This is an optimization exercise on Yosys and OpenROAD, whose aim is small area, a short achievable clock period and few clock cycles per item, not a production implementation.
Function was checked by simulation only, so behaviour that the tests miss may differ from the original.

// ldg_chain
module ldg_chain (
    input  wire         clk,
    input  wire         rst,         
    input  wire         in_valid,
    output wire         in_ready,
    input  wire [1:0]   in_op,       
    input  wire [143:0] in_data,     
    output wire         out_valid,
    input  wire         out_ready,
    output wire [255:0] out_entry    
);
    localparam [1:0] OP_APPEND  = 2'd0;
    localparam [1:0] OP_WORN    = 2'd1;
    localparam [1:0] OP_GENESIS = 2'd2;
    localparam [31:0] IV0 = 32'h6a09e667, IV1 = 32'hbb67ae85, IV2 = 32'h3c6ef372,
                      IV3 = 32'ha54ff53a, IV4 = 32'h510e527f, IV5 = 32'h9b05688c,
                      IV6 = 32'h1f83d9ab, IV7 = 32'h5be0cd19;
    function [31:0] rotr(input [31:0] x, input integer n);
        rotr = (x >> n) | (x << (32 - n));
    endfunction
    function [31:0] add_bk(input [31:0] x, input [31:0] y);
        reg [31:0] gg, pp;
        integer k, s;
        begin
            gg = x & y;
            pp = x ^ y;
            for (s = 1; s < 32; s = s * 2)
                for (k = 2*s - 1; k < 32; k = k + 2*s) begin
                    gg[k] = gg[k] | (pp[k] & gg[k-s]);
                    pp[k] = pp[k] & pp[k-s];
                end
            for (s = 8; s >= 1; s = s / 2)
                for (k = 3*s - 1; k < 32; k = k + 2*s) begin
                    gg[k] = gg[k] | (pp[k] & gg[k-s]);
                    pp[k] = pp[k] & pp[k-s];
                end
            add_bk = (x ^ y) ^ {gg[30:0], 1'b0};
        end
    endfunction
    function [63:0] csa(input [31:0] x, input [31:0] y, input [31:0] z);
        csa = {x ^ y ^ z, ((x & y) | (x & z) | (y & z)) << 1};
    endfunction
    reg         busy;        
    reg         gmode;       
    reg         wmode;       
    reg         rmode;       
    reg         pq;          
    reg  [2:0]  qph;         
    reg         pz;          
    reg         rstd;        
    reg         acc;         
    reg         ovalid;      
    reg  [5:0]  rc;          
  ...
For scale: ~4500 cells after synthesis, ~830 flip-flops, ~410 I/O pins, about 45000 um2 of cells after synthesis.
clock: 10.0 ns
lec_check: 0
cap_margin: 20
core_margin: 2
core_utilization: 55
cts_buf_list: sky130_fd_sc_hd__clkbuf_16
cts_cluster_diameter: 80
cts_cluster_size: 20
place_density: 0.65
slew_margin: 20
setup_slack_margin: 5.15
standard.sh (not shown) runs the stock make flow with config.mk's settings and CLKGATE_MAP_FILE= SYNTH_SCRIPT=/design/flow/synth_recipe.tcl, a recipe that flattens the netlist after the stock synthesis.
==> flow/flow/run.sh <==
#!/bin/bash
# Own layout flow: the standard flow (standard.sh: unchanged synthesis and
# steps, the design's clock and constraints), with two changes to how the
# layout is made:
#  - the port buffers that global placement inserts on every input and output
#    are the smallest plain buffer (buf_1) instead of the one buffer_ports
#    picks by itself (clkdlybuf4s50_1, 2.7 times the area);
#  - the timing repair aims for more setup slack than config.mk may ask for
#    (SETUP_SLACK_MARGIN), so that it sizes the round logic for a shorter
#    period. The clock period and the SDC are not changed.
# make's full output goes to flow_make.log in the work folder; each ORFS step
# also writes its own log under orfs/logs/.
set -euo pipefail
export BUFFER_PORTS_ARGS="-buffer_cell sky130_fd_sc_hd__buf_1"
margin=$(cat flow/margin.txt)
if grep -q '^export SETUP_SLACK_MARGIN' config.mk; then
  sed -i "s/^export SETUP_SLACK_MARGIN.*/export SETUP_SLACK_MARGIN = $margin/" config.mk
else
  echo "export SETUP_SLACK_MARGIN = $margin" >> config.mk
fi
cp config.mk config_used.mk
bash standard.sh finish > flow_make.log 2>&1
test -f out/final.def
==> flow/flow/margin.txt <==
5.15
The starting point ran to the end with no violations.
Testbench counts at the start, summed over its fixed seeds: cycles 24,720, items 384.
==> next run, changes <==
==> flow/flow/margin.txt (replaced) <==
5
- SETUP_SLACK_MARGIN: 5.15 -> 5
What happened: The changed run completed without violations. Routed wire length goes down slightly. Cell area goes down slightly. Area after synthesis does not change. Setup slack got worse by 100 ps. Sequential cell count does not change. Clock-buffer cell count is unchanged. Hold slack improved by 3.4 ps.
==> next run, changes <==
==> flow/flow/margin.txt (replaced) <==
5.45
- SETUP_SLACK_MARGIN: 5 -> 5.45
The changed run completed without violations.
Maximum frequency went up by 5.8%.
Design area is higher by 4.9%.
Die area is unchanged.
Worst setup slack improved by 270 ps.
==> next run, changes <==
==> flow/flow/margin.txt (replaced) <==
5.3
- SETUP_SLACK_MARGIN: 5.45 -> 5.3
Effect: The changed run produced a clean layout. Flip-flop and latch count does not change. Sequential share of layout area is higher by 0.71 points. Design area goes down slightly. Wire length came out lower slightly. First-iteration DRC count fell by a few percent. Final cell count decreases slightly. Register-to-register slack got worse by 110 ps. Setup slack got worse by 110 ps. Die area does not change.
==> next run, changes <==
==> flow/flow/margin.txt (replaced) <==
5
- CORE_UTILIZATION: 55 -> 45
- PLACE_DENSITY: 0.65 -> 0.55
- SETUP_SLACK_MARGIN: 5.3 -> 5
After rerunning: Cell area came out lower by 1.9%. Setup slack loses 260 ps. Die area rose by 22%.


ldg_chain, a different RTL version from the one above (not shown whole).
Size: roughly 4600 cells after synthesis, about 410 I/O pins.
Settings: LEC_CHECK=0, CAP_MARGIN=20, CORE_MARGIN=2, CORE_UTILIZATION=68, CTS_BUF_LIST=sky130_fd_sc_hd__clkbuf_16, CTS_CLUSTER_DIAMETER=80, CTS_CLUSTER_SIZE=20, PLACE_DENSITY=0.78, SETUP_SLACK_MARGIN=5, SLEW_MARGIN=20; clock period 10.0 ns.
==> flow/flow/margin.txt <==
5
Scripts as last shown in full above: flow/flow/run.sh
Testbench counts at the start, summed over its fixed seeds: cycles 24,720, items 384.
Next try:
--- a/flow/config.mk
+++ b/flow/config.mk
@@ -9,3 +9,3 @@
 export CORE_MARGIN = 2
-export CORE_UTILIZATION = 68
+export CORE_UTILIZATION = 55
 export CTS_BUF_LIST = sky130_fd_sc_hd__clkbuf_16
@@ -13,3 +13,3 @@
 export CTS_CLUSTER_SIZE = 20
-export PLACE_DENSITY = 0.78
+export PLACE_DENSITY = 0.65
 export SETUP_SLACK_MARGIN = 5
After rerunning: Clock skew grows by 11 ps. Non-clock buffer count went down by 11. Area after synthesis does not change.


ldg_chain with an RTL version that a note above also has.
Size: roughly 4500 cells after synthesis, about 830 flip-flops, ~410 I/O pins, roughly 45000 um^2 of cells after synthesis.
==> flow/design.v (excerpt) <==
module ldg_chain (
    input  wire         clk,
    input  wire         rst,         
    input  wire         in_valid,
    output wire         in_ready,
    input  wire [1:0]   in_op,       
    input  wire [143:0] in_data,     
    output wire         out_valid,
    input  wire         out_ready,
    output wire [255:0] out_entry    
);
clock: 10.0 ns
lec_check: 0
cap_margin: 20
core_margin: 2
core_utilization: 50
cts_buf_list: sky130_fd_sc_hd__clkbuf_16
cts_cluster_diameter: 80
cts_cluster_size: 20
place_density: 0.6
setup_slack_margin: 5
slew_margin: 20
Scripts as last shown in full above: flow/flow/run.sh, flow/flow/margin.txt
The baseline completed without violations.
Testbench counts at the start, summed over its fixed seeds: cycles 24,720, items 384.
Rerun with:
==> flow/flow/margin.txt (replaced) <==
5.5
Settings changed: CORE_UTILIZATION 50 to 55, PLACE_DENSITY 0.6 to 0.65, SETUP_SLACK_MARGIN 5 to 5.5.
Effect: Via count increases by 2.2%. Design area is higher by 4.2%. Worst setup slack is better by 0.18 ns. Routed wire length went down by 3.1%. Synthesized area does not change.
Rerun with:
==> flow/flow/margin.txt (replaced) <==
5.6
Settings changed: SETUP_SLACK_MARGIN 5.5 to 5.6.
Outcome: The new run produced a clean layout. Synthesized area stays the same. Register-to-register slack gains 0.08 ns. Wire length increases by 2.9%. Final area climbs by about 0.5%. Worst setup slack improves by 0.076 ns.


ldg_chain, a different RTL version from the one above (not shown whole).
For scale: ~4,400 cells after synthesis, roughly 410 I/O pins.
Settings: LEC_CHECK=0, CAP_MARGIN=10, CORE_MARGIN=2, CORE_UTILIZATION=55, CTS_BUF_LIST=sky130_fd_sc_hd__clkbuf_16, CTS_CLUSTER_DIAMETER=80, CTS_CLUSTER_SIZE=20, PLACE_DENSITY=0.65, SLEW_MARGIN=10, SETUP_SLACK_MARGIN=5.45; clock period 10.0 ns.
==> flow/flow/margin.txt <==
5.45
Scripts as last shown in full above: flow/flow/run.sh
The starting point passed the timing, DRC and antenna checks.
Testbench counts at the start, summed over its fixed seeds: cycles 24,720, items 384.
Rerun with:
- CAP_MARGIN: 10 -> 20
- SLEW_MARGIN: 10 -> 20
Result:
- cell count barely changes
- routed wire length stays flat
- maximum frequency barely changes
- critical path depth stays the same
- global-route usage does not change
- cell area is about the same

## separate check: timing with driven ports
No port has a modelled driver above. Below, the same layouts with a new extraction and two added sets of constraints. Step 1, drivers: a clkbuf_16 drives clk and a buf_2 each remaining input, both assumed. Step 2 times the ports against the registers' clock, not the clock port: input delays grow and output delays shrink by t, the midpoint of the rising clock arrivals with the driver on. Slacks: no drivers / after step 1 / after step 2; pairs: no drivers / after step 1.
run	t (ns)	setup slack, ns	worst slew at a driven data input, ns
the first run of note 1	0.712	5.185 / 5.119 / 4.524	0.11
the second run of note 1	0.709	5.082 / 5.008 / 4.523	0.12
the third run of note 1	0.730	5.353 / 5.353 / 4.815	0.11
the fourth run of note 1	0.708	5.238 / 5.238 / 4.722	0.12
the fifth run of note 1	0.760	4.980 / 4.980 / 4.562	0.06
the first run of note 2	0.726	4.583 / 4.583 / 3.999	0.06
the second run of note 2	0.718	4.838 / 4.851 / 4.133	0.08
the first run of note 3	0.744	5.092 / 5.092 / 4.406	0.11
the second run of note 3	0.724	5.268 / 5.268 / 4.761	0.12
the third run of note 3	0.730	5.344 / 5.344 / 4.950	0.13
the first run of note 4	0.710	5.068 / 5.068 / 4.857	0.11
the second run of note 4	0.711	5.078 / 5.078 / 4.836	0.11
After both steps every run listed still meets setup and hold. For the second run of note 2, which loses most, drivers alone change the setup slack by +0.013 ns; drivers and shift together by -0.705 ns.
